What follows belongs to an exercise in optimizing a design on an open flow for small area, a short achievable clock period and few clock cycles per item; a production flow would make more cautious choices.
Only simulation tests tie the RTL to the original design; equivalence was not proved.

==> flow/design.v (outline; a module is shown in full before it is edited, if it fits) <==
// module loop_pv: 1408 lines
// module bk_add: 41 lines
// module bk_add2: 44 lines
module loop_pv (
    input  wire         clk,
    input  wire         rst,
    input  wire [511:0] coef_c,
    input  wire [79:0]  coef_s,
    input  wire [1:0]   bq_en,
    input  wire [30:0]  ilim,
    input  wire [31:0]  fe_max,
    input  wire         start,
    input  wire         pos_en,
    input  wire [63:0]  p_set,      
    input  wire [63:0]  pos_fb,     
    input  wire [63:0]  v_set,      
    input  wire [63:0]  a_set,      
    input  wire [31:0]  v_fb,       
    output reg          ready,
    output reg          done,
    output reg  [31:0]  ep,
    output reg  [31:0]  vref,
    output reg  [31:0]  iqref,
    output reg          sat,
    output reg          sat_evt,
    output reg          fe
);
  // ...
==> flow/flow/run.sh <==
#!/bin/bash
# The standard layout (the standard.sh: standard synthesis, then ORFS to
# the final layout), with one change: the port buffers that global placement
# inserts on every input and output are sky130_fd_sc_hd__buf_1 instead of the
# default choice. The make output goes to standard.log; ORFS writes each
# step's log under orfs/logs/.
set -euo pipefail
bash standard.sh "BUFFER_PORTS_ARGS=-buffer_cell sky130_fd_sc_hd__buf_1" finish > standard.log 2>&1
==> flow/standard.sh <==
#!/bin/bash
# synth_recipe.tcl (not shown) runs the flow's synth.tcl, then flattens the netlist and writes it again
# the make line also repeats each setting of config.mk as NAME=value (left out here)
make -C /OpenROAD-flow-scripts/flow DESIGN_CONFIG=/design/flow/config.mk WORK_HOME=/design/flow/orfs CLKGATE_MAP_FILE= SYNTH_SCRIPT=/design/flow/synth_recipe.tcl "${@:-finish}"
==> flow/config.mk <==
export PLATFORM = sky130hd
export DESIGN_NAME = loop_pv
export DESIGN_NICKNAME = loop_pv
export VERILOG_FILES = /design/flow/design.v
export SDC_FILE = /design/flow/constraint.sdc
export NUM_CORES = 4
export LEC_CHECK = 0
export ABC_AREA = 1
export CAP_MARGIN = 20
export CORE_MARGIN = 2
export CORE_UTILIZATION = 40
export SLEW_MARGIN = 20
==> flow/constraint.sdc <==
create_clock -name core_clock -period 50.0 [get_ports {clk}]
set_input_delay 10.0000 -clock core_clock [delete_from_list [all_inputs] [get_ports {clk}]]
set_output_delay 10.0000 -clock core_clock [all_outputs]
set_load 0.01 [all_outputs]
==> impl_metrics.toml, run 1 <==
[sta]
final_hold_viol_count = 0
max_freq_mhz = 84.97
layout_setup_ws_ns = 38.23

[global_route]
grt-busiest-layer = "met2"
grt_overflow = 0
grt_first_pass_wirelength_um = 572900

[placement]
dp.final_hpwl_um = 315300
finalWeightedCongestion = 1.028

[min_path]
hold_start = "ms[2]"
holdPathStages = 0

[outcome]
status = "timing/DRC/antenna clean"

[critical_path]
worstSetupEndpoint = "prod[62]"
critical_path_cell_count = 43

[clock_tree]
postCtsHoldBufs = 0
cts_max_level = 3
post_cts_resized = 0
path_clk_slew_ns = 0.07

[yosys]
synth_top_area_share_pct = 21.56
synth_xor_area_share_pct = 8.043
syn-instance-count = 10760
yosysTopAreaCell = "edfxtp_1"

[drt]
ant_nets = 0

[finish]
final_area_mm2 = 0.1003
buffer_area_share_pct = 5.256
utilization_pct = 45.15
nClkBuffers = 141
multiInputGateArea_mm2 = 0.05325

[floorplanning]
fp.dieH_um = 476.5
core-area_mm2 = 0.2221
Testbench counts, summed over its fixed seeds: cycles 80,436, items 8,000.
==> inputs of run 2 (changes only) <==
--- a/flow/design.v
+++ b/flow/design.v
@@ -43,19 +43,22 @@
     reg  [4:0]  t;            
     reg  [4:0]  t2;           
     reg  [4:0]  bs;           
     reg  [2:0]  fs;           
     reg         opb;          
     reg         cv;           
     reg         pe;           
     reg  [1:0]  bqe;          
+    reg         z_kiv;        
     reg         z_aff;        
+    reg         pe2;          
     reg         z_aw;         
     reg         ro0, ro1;     
+    reg  [4:0]  nz0, nz1;     
     reg         qe0, qe1;     
     reg  [39:0] pr;           
     reg  [39:0] fr;           
     reg         pb;           
     reg         pd;           
     reg  [31:0] vsv;          
     reg  [32:0] acv;          
     reg  [31:0] vfb;
@@ -1222,48 +1225,68 @@
                               ((ya[64:0] | yb[64:0]) & 65'h8000), 1'b0};
     wire        [65:0] y_f;
     bk_add #(66) a_y (.a(ys), .b(yc), .ci(cin), .s(y_f), .co());
     wire        [49:0] y_w  = y_f[65:16];
     wire signed [31:0] y_n  = (y_w[49:31] == {19{y_w[49]}}) ? y_w[31:0] :
                               (y_w[49] ? MIN32 : MAX32);
     wire q_last   = (t == 5'd10 && !ro0) || (t == 5'd6 && ro0) ||
                     (t == 5'd15 && !ro1) || (t == 5'd11 && ro1);
-    wire [4:0] q0_first = ro0 ? 5'd7 : 5'd6;
-    wire [4:0] q1_first = ro1 ? 5'd12 : 5'd11;
+    function [2:0] q_pos(input ro, input [2:0] k);        
+        q_pos = ro ? ((k == 3'd0) ? 3'd4 : k - 3'd1) : k;
+    endfunction
+    function [2:0] q_k(input ro, input [2:0] pos);
+        q_k = ro ? ((pos == 3'd4) ? 3'd0 : pos + 3'd1) : pos;
+    endfunction
+    function [2:0] q_next(input ro, input [4:0] nz, input [2:0] pos);
+        reg [4:0] nzp;
+        begin
+            nzp = ro ? {nz[0], nz[4], nz[3], nz[2], nz[1]} : nz;
+            if      (pos <= 3'd0 && nzp[0]) q_next = 3'd0;
+            else if (pos <= 3'd1 && nzp[1]) q_next = 3'd1;
+            else if (pos <= 3'd2 && nzp[2]) q_next = 3'd2;
+            else if (pos <= 3'd3 && nzp[3]) q_next = 3'd3;
+            else                            q_next = 3'd4;
+        end
+    endfunction
+    wire [4:0] q0_first = 5'd6  + {2'd0, q_k(ro0, q_next(ro0, nz0, 3'd0))};
+    wire [4:0] q1_first = 5'd11 + {2'd0, q_k(ro1, q_next(ro1, nz1, 3'd0))};
     wire [4:0] after_q0 = bqe[1] ? q1_first : T_AW;
     wire [4:0] after_aff = bqe[0] ? q0_first : after_q0;
+    wire       bs_q0    = (bs >= 5'd6) && (bs <= 5'd10);
+    wire       bs_q1    = (bs >= 5'd11) && (bs <= 5'd15);
+    wire [2:0] bs_pos   = bs_q0 ? q_pos(ro0, bs[2:0] - 3'd6) : q_pos(ro1, bs[2:0] - 3'd3);
+    wire [2:0] bs_npos  = bs_q0 ? q_next(ro0, nz0, bs_pos + 3'd1) : q_next(ro1, nz1, bs_pos + 3'd1);
+    wire [4:0] bs_qnext = bs_q0 ? (5'd6  + {2'd0, q_k(ro0, bs_npos)})
+                                : (5'd11 + {2'd0, q_k(ro1, bs_npos)});
     wire u_busy   = (t == T_AFF) || (t == T_KPV && z_aff) || q_last;   
     wire front_ok = (fs == F_POS) || (fs == F_VFF);
     reg  back_ok;
     always @* begin
         case (bs)
             T_KIV:               back_ok = (fs == F_W2);
             T_AW:                back_ok = !u_busy || z_aw;    
             5'd6, 5'd11:         back_ok = !u_busy;
             default:             back_ok = 1'b1;
         endcase
     end
     wire go_front = front_ok && (bs == T_AW || !back_ok);
     wire go_back  = !go_front && back_ok;
     reg  [4:0] bs_n;          
     always @* begin
         case (bs)
+            T_KIV:   bs_n = z_kiv ? (z_aff ? after_aff : T_AFF) : T_KPV;
             T_KPV:   bs_n = z_aff ? after_aff : T_AFF;
             T_AFF:   bs_n = after_aff;
-            5'd6:    bs_n = ro0 ? after_q0 : 5'd7;
-            5'd10:   bs_n = ro0 ? 5'd6 : after_q0;
-            5'd11:   bs_n = ro1 ? T_AW : 5'd12;
-            5'd15:   bs_n = ro1 ? 5'd11 : T_AW;
             T_AW:    bs_n = T_KIV;
-            default: bs_n = bs + 5'd1;
+            default: bs_n = (bs_pos == 3'd4) ? (bs_q0 ? after_q0 : T_AW) : bs_qnext;
         endcase
     end
     wire [4:0] t_n = go_front ? ((fs == F_POS) ? T_POS : T_VFF) :
-                     go_back  ? bs : T_NOP;
+                     go_back  ? ((bs == T_KIV && z_kiv) ? T_KPV : bs) : T_NOP;
     reg  [3:0] ci_n;
     always @* begin
         case (t_n)
             T_POS:   ci_n = 4'd0;
             T_VFF:   ci_n = 4'd1;
             T_KIV:   ci_n = 4'd3;
             T_KPV:   ci_n = 4'd2;
             T_AFF:   ci_n = 4'd5;
@@ -1277,18 +1300,23 @@
         sh_le3 = sh[4] && (sh[3:0] <= 4'd13);
     endfunction
     always @(posedge clk) begin
         mc     <= coef_c[32*ci_n +: 32];
         ms     <= coef_s[5*ci_n +: 5];
         ilim_r <= ilim;
         nilim  <= nilim_n;
         bqe    <= bq_en;
+        z_kiv  <= (coef_c[3*32 +: 32] == 32'd0);
         z_aff  <= (coef_c[5*32 +: 32] == 32'd0);
         z_aw   <= (coef_c[4*32 +: 32] == 32'd0);
+        nz0    <= {coef_c[10*32 +: 32] != 32'd0, coef_c[9*32 +: 32] != 32'd0, coef_c[8*32 +: 32] != 32'd0,
+                   coef_c[7*32 +: 32] != 32'd0, coef_c[6*32 +: 32] != 32'd0};
+        nz1    <= {coef_c[15*32 +: 32] != 32'd0, coef_c[14*32 +: 32] != 32'd0, coef_c[13*32 +: 32] != 32'd0,
+                   coef_c[12*32 +: 32] != 32'd0, coef_c[11*32 +: 32] != 32'd0};
         ro0    <= sh_le3(coef_s[ 6*5 +: 5]) && sh_le3(coef_s[ 7*5 +: 5]) && sh_le3(coef_s[ 8*5 +: 5]) &&
                   sh_le3(coef_s[ 9*5 +: 5]) && sh_le3(coef_s[10*5 +: 5]);
         ro1    <= sh_le3(coef_s[11*5 +: 5]) && sh_le3(coef_s[12*5 +: 5]) && sh_le3(coef_s[13*5 +: 5]) &&
                   sh_le3(coef_s[14*5 +: 5]) && sh_le3(coef_s[15*5 +: 5]);
         prod   <= prod_n;
         ms2    <= ms;
         t2     <= t;
         x_ep   <= (t_n == T_POS);
@@ -1302,20 +1330,18 @@
         x_y10  <= (t_n == 5'd9);
         x_y20  <= (t_n == 5'd10);
         x_x11  <= (t_n == 5'd12);
         x_x21  <= (t_n == 5'd13);
         x_y11  <= (t_n == 5'd14);
         x_y21  <= (t_n == 5'd15);
         b_vc   <= (t == T_VFF);
         b_ii   <= (t == T_KIV) || (t == T_KPV) || (t == T_AW);
-        b_acc  <= (t == T_AFF) || (t == 5'd6 && ro0) || (t == 5'd7 && !ro0) ||
-                  (t == 5'd8) || (t == 5'd9) || (t == 5'd10) ||
-                  (t == 5'd11 && ro1) || (t == 5'd12 && !ro1) ||
-                  (t == 5'd13) || (t == 5'd14) || (t == 5'd15);
+        b_acc  <= (t == T_AFF) || (t >= 5'd6 && t <= 5'd10 && t != q0_first) ||
+                  (t >= 5'd11 && t <= 5'd15 && t != q1_first);
         neg    <= (t == 5'd9) || (t == 5'd10) || (t == 5'd14) || (t == 5'd15);
         w_acc  <= (t == T_KPV) || (t == T_AFF) || (t >= 5'd6 && t <= 5'd15);
         w_uy   <= (t == T_AFF) || (t == T_KPV && z_aff) || q_last;
         qe0    <= (t == 5'd10 && !ro0) || (t == 5'd6 && ro0);
         qe1    <= (t == 5'd15 && !ro1) || (t == 5'd11 && ro1);
         pr <= p_set[63:24];
         fr <= pos_fb[63:24];
         pb <= !dlo_c;
@@ -1329,18 +1355,21 @@
             acv <= a_set[63:31];
         end
         if (!opb || t == T_KPV) begin
             vfb <= v_fb;
             pe  <= pos_en;
         end
         if (t == T_KPV) begin
             acs_h <= acv[31:0];
+            pe2   <= pe;
+        end
+        if (t2 == T_KPV) begin
             vref  <= vr;
-            if (pe) begin
+            if (pe2) begin
                 ep <= ep_c;
                 fe <= fe_n;
             end
         end
         case (t2)
             T_POS: begin
                 vcorr <= y_n;
                 vc_ok <= 1'b1;
--- a/flow/config.mk
+++ b/flow/config.mk
@@ -4,9 +4,10 @@
 export VERILOG_FILES = /design/flow/design.v
 export SDC_FILE = /design/flow/constraint.sdc
 export NUM_CORES = 4
 export LEC_CHECK = 0
 export ABC_AREA = 1
 export CAP_MARGIN = 20
 export CORE_MARGIN = 2
 export CORE_UTILIZATION = 40
+export CTS_BUF_LIST = sky130_fd_sc_hd__clkbuf_8
 export SLEW_MARGIN = 20
==> run 2 against run 1 <==
Non-clock buffer count decreased by 14. Global-route usage down 0.82 points. Worst setup slack lost 0.27 ns. Routed wire length decreased by 1.3%. Die area is 2.0% higher. Cell area rose by 1.9%. Critical path depth down 42. Synthesized cell count up 2.6%. Sequential share of layout area down 0.26 points. Maximum frequency decreased by 2.3%.
==> impl_metrics.toml, run 2 <==
[outcome]
status = "timing/DRC/antenna clean"

[floorplanning]
io_pins = 1050
core-area_mm2 = 0.2268
design.die.area_mm2 = 0.2315
fp.dieH_um = 481.2
initial_core_util_pct = 40.15
num_rows = 175
die_w_um = 481.2

[sta]
finalCriticalPeriod_ns = 12.04
final_hold_viol_count = 0
rsz0062_at_grt = "no"
fin_skew_ns = 0.1308
drv_slew = 0
finalSetupViolations = 0
period_share_pct = 24.08
fin_tns_setup_ns = 0
tightest_slew_ns = 1.173
slew_headroom_pct = 21.78
max_freq_mhz = 83.04
hold_slack_ns = 0.3385

[yosys]
synth_flop_cell = "edfxtp_1"
synth_warnings = 9
synth_edf_count = 642
avgSynthCellArea_um2 = 8.246
synth-seq-cells = 1059
synth_cell_types = 74
syn_nets = 13140
synthSimpleGateAreaFrac_pct = 15.68
synth_common_cells = "nand2_1 (2058), inv_1 (1673), xor2_1 (721)"
yosysMostFrequentCell = "nand2_1"
syn-instance-count = 11050
synth_top_area_share_pct = 21.17
yosysTopAreaCell = "edfxtp_1"
synth_top_family_by_area = "adder cells"
ys_async_sr_fraction_pct = 0
syn_area_mm2 = 0.09108
synthMuxAreaShare_pct = 1.019
synth.area.top_cells = "edfxtp_1 (21%), fa_1 (13%), dfxtp_1 (9.2%)"
synth-seq-area-share_pct = 30.33
synthAdderAreaFrac_pct = 20.42
synth_xor_area_share_pct = 8.193
synth_compound_area_share_pct = 14.64

[critical_path]
worstRegToRegCells = 43
start_kind = "flop"
worst_setup_path_end_kind = "primary output"
path_delay_family = "flip-flops"
crit_fanout = 2
cp.required_ns = 40.00
crit_slowest_cell = "dfxtp_1"
path_cells = "buf_1"
max_stage_delay_ns = 0.83
critPathBufInv = 1
critical_path_cell_count = 1
crit_type = "flop to primary output"
arrival_ns = 2.04

[drt]
dr_total_vias = 85100
vias_per_cell = 5.672
drt_pass1_iterations = 6
avgRoutedWirePerCell_um = 26.69
ant_nets = 0
wl_um = 400400
drt_iter0_drc = 8813
drcViolationCount = 0

[clock_tree]
path_clk_slew_ns = 0.06
postCtsSetupBuffers = 0
clk_latency_ns = 1.05
clockBufferDepth = 3
cts_root_buffer = "clkbuf_8"
postCtsHoldBufs = 0
cts_made_buffers = 190
cts_max_level = 4
cts_tree = "yes"
cts_sinks = 1059
post_cts_resized = 0

[placement]
finalWeightedCongestion = 1.046
dp.final_hpwl_um = 312600
port_buffers = 983
placed_area_mm2 = 0.09790

[global_route]
track_usage_pct = 33.77
first_global_vias = 82600
grt_max_degree = 236
antenna_found_initial = 59
grt_overflow = 0
grt_first_pass_wirelength_um = 570300

[finish]
final_common_cell = "nand2_1"
reg_top3 = "acc (65), i_int (65), prod (65)"
fillerInstances = 22920
layout_common_cells = "nand2_1 (2055), inv_1 (1703), buf_1 (983)"
area_growth_pct = 12.15
fin_nets = 13900
drive_above_1_share_pct = 5.191
final_area_mm2 = 0.1021

[run]
drv_cap = 0

[min_path]
min-delay-path-class = "flop to flop"
holdPathStages = 0
## run 2: changes by cell type after synthesis, sizes merged, moves of 29 or more
cell    before  now
nor4        52  116
nor2       397  472
a22o         2   31
clkbuf     429  468
buf        168  137
## run 2: cells by family after synthesis
family / count (synthesis)
buf+inv: 2324
fa+ha+maj: 1145
simple gates: 3398
flops: 1059
compound gates: 2175
xor+xnor: 852
mux: 92
## run 2: stage by stage
stage	worst slack (ns)	util (%)	cells
after floorplan	38.19	-	11050
after global placement	37.23	43.16	14620
after detailed placement	37.26	43.16	14620
after CTS	38.01	44.98	14970
after global routing	37.55	45.02	15000
final	37.96	45.03	15000
## run 2: routing by layer
metal | GRT usage, % | part of all wire, % | vias up
met5 | 0 | 0.043 | -
met1 | 41.89 | 38 | 41190
met2 | 51.81 | 44 | 4606
li1 | - | - | 38330
met4 | 23.13 | 8.1 | 24
met3 | 8.196 | 10 | 950
## run 2: path summary, 6_finish.rpt
kind	start	endpoint	slack, ns
setup / recovery	ready	ready	37.96
hold / removal	ms[3]	ms2[3]	0.34
setup reg to reg	u[17]	prod[46]	38.01
hold reg to reg	ms[3]	ms2[3]	0.34
## run 2: worst register-to-register path: cells and delay by family, from the launching register on
| kind | cells | cell delay [ns] |
|---|---|---|
| xor gates and xnor gates | 3 | 1.35 |
| buffers and inverters | 11 | 2.38 |
| DFF | 1 | 0.63 |
| adders and majority gates | 8 | 3.73 |
| AOI/OAI and AO/OA | 7 | 1.99 |
| and+or+nand+nor | 14 | 1.66 |
## run 2: final cells by class
type	count	area (um2)	area share (%)
Timing Repair Buffer	1169	5119	5.011
Clock buffer	216	2973	2.910
Sequential cell	1059	27650	27.07
Inverter	1719	6460	6.324
Multi-Input combinational cell	7662	54940	53.79
Tap cell	3009	3765	3.686
Clock inverter	137	1156	1.132
Antenna cell	33	82.58	0.08085
Testbench counts of run 2, summed over its fixed seeds: cycles 76,622, items 8,000.

==> what the ideal ports hide <==
How much do the figures lean on ideal ports? The routed layouts below were timed once more, with nothing changed but the port constraints.
Step 1 sets driving cells, clkbuf_16 on the clock port and buf_2 on the other inputs (assumed; they add their load-dependent delay and slew).
Step 2 moves the port delays by t, midway between the first and last clock arrival at a register: inputs arrive t later, outputs are due t later. That takes back most of the time a late clock gives input paths.
Slacks: no drivers / after step 1 / after step 2; pairs: no drivers / after step 1.
run	t (ns)	setup slack, ns	worst setup path after step 2	cell pins on the clock port's net
run 1	0.879	38.231 / 38.228 / 37.504	input to register	1
run 2	1.074	37.958 / 37.869 / 37.145	input to register	1
After both steps setup and hold are still met in every run listed. For run 2, which loses most, drivers alone change the setup slack by -0.089 ns; drivers and shift together by -0.813 ns.
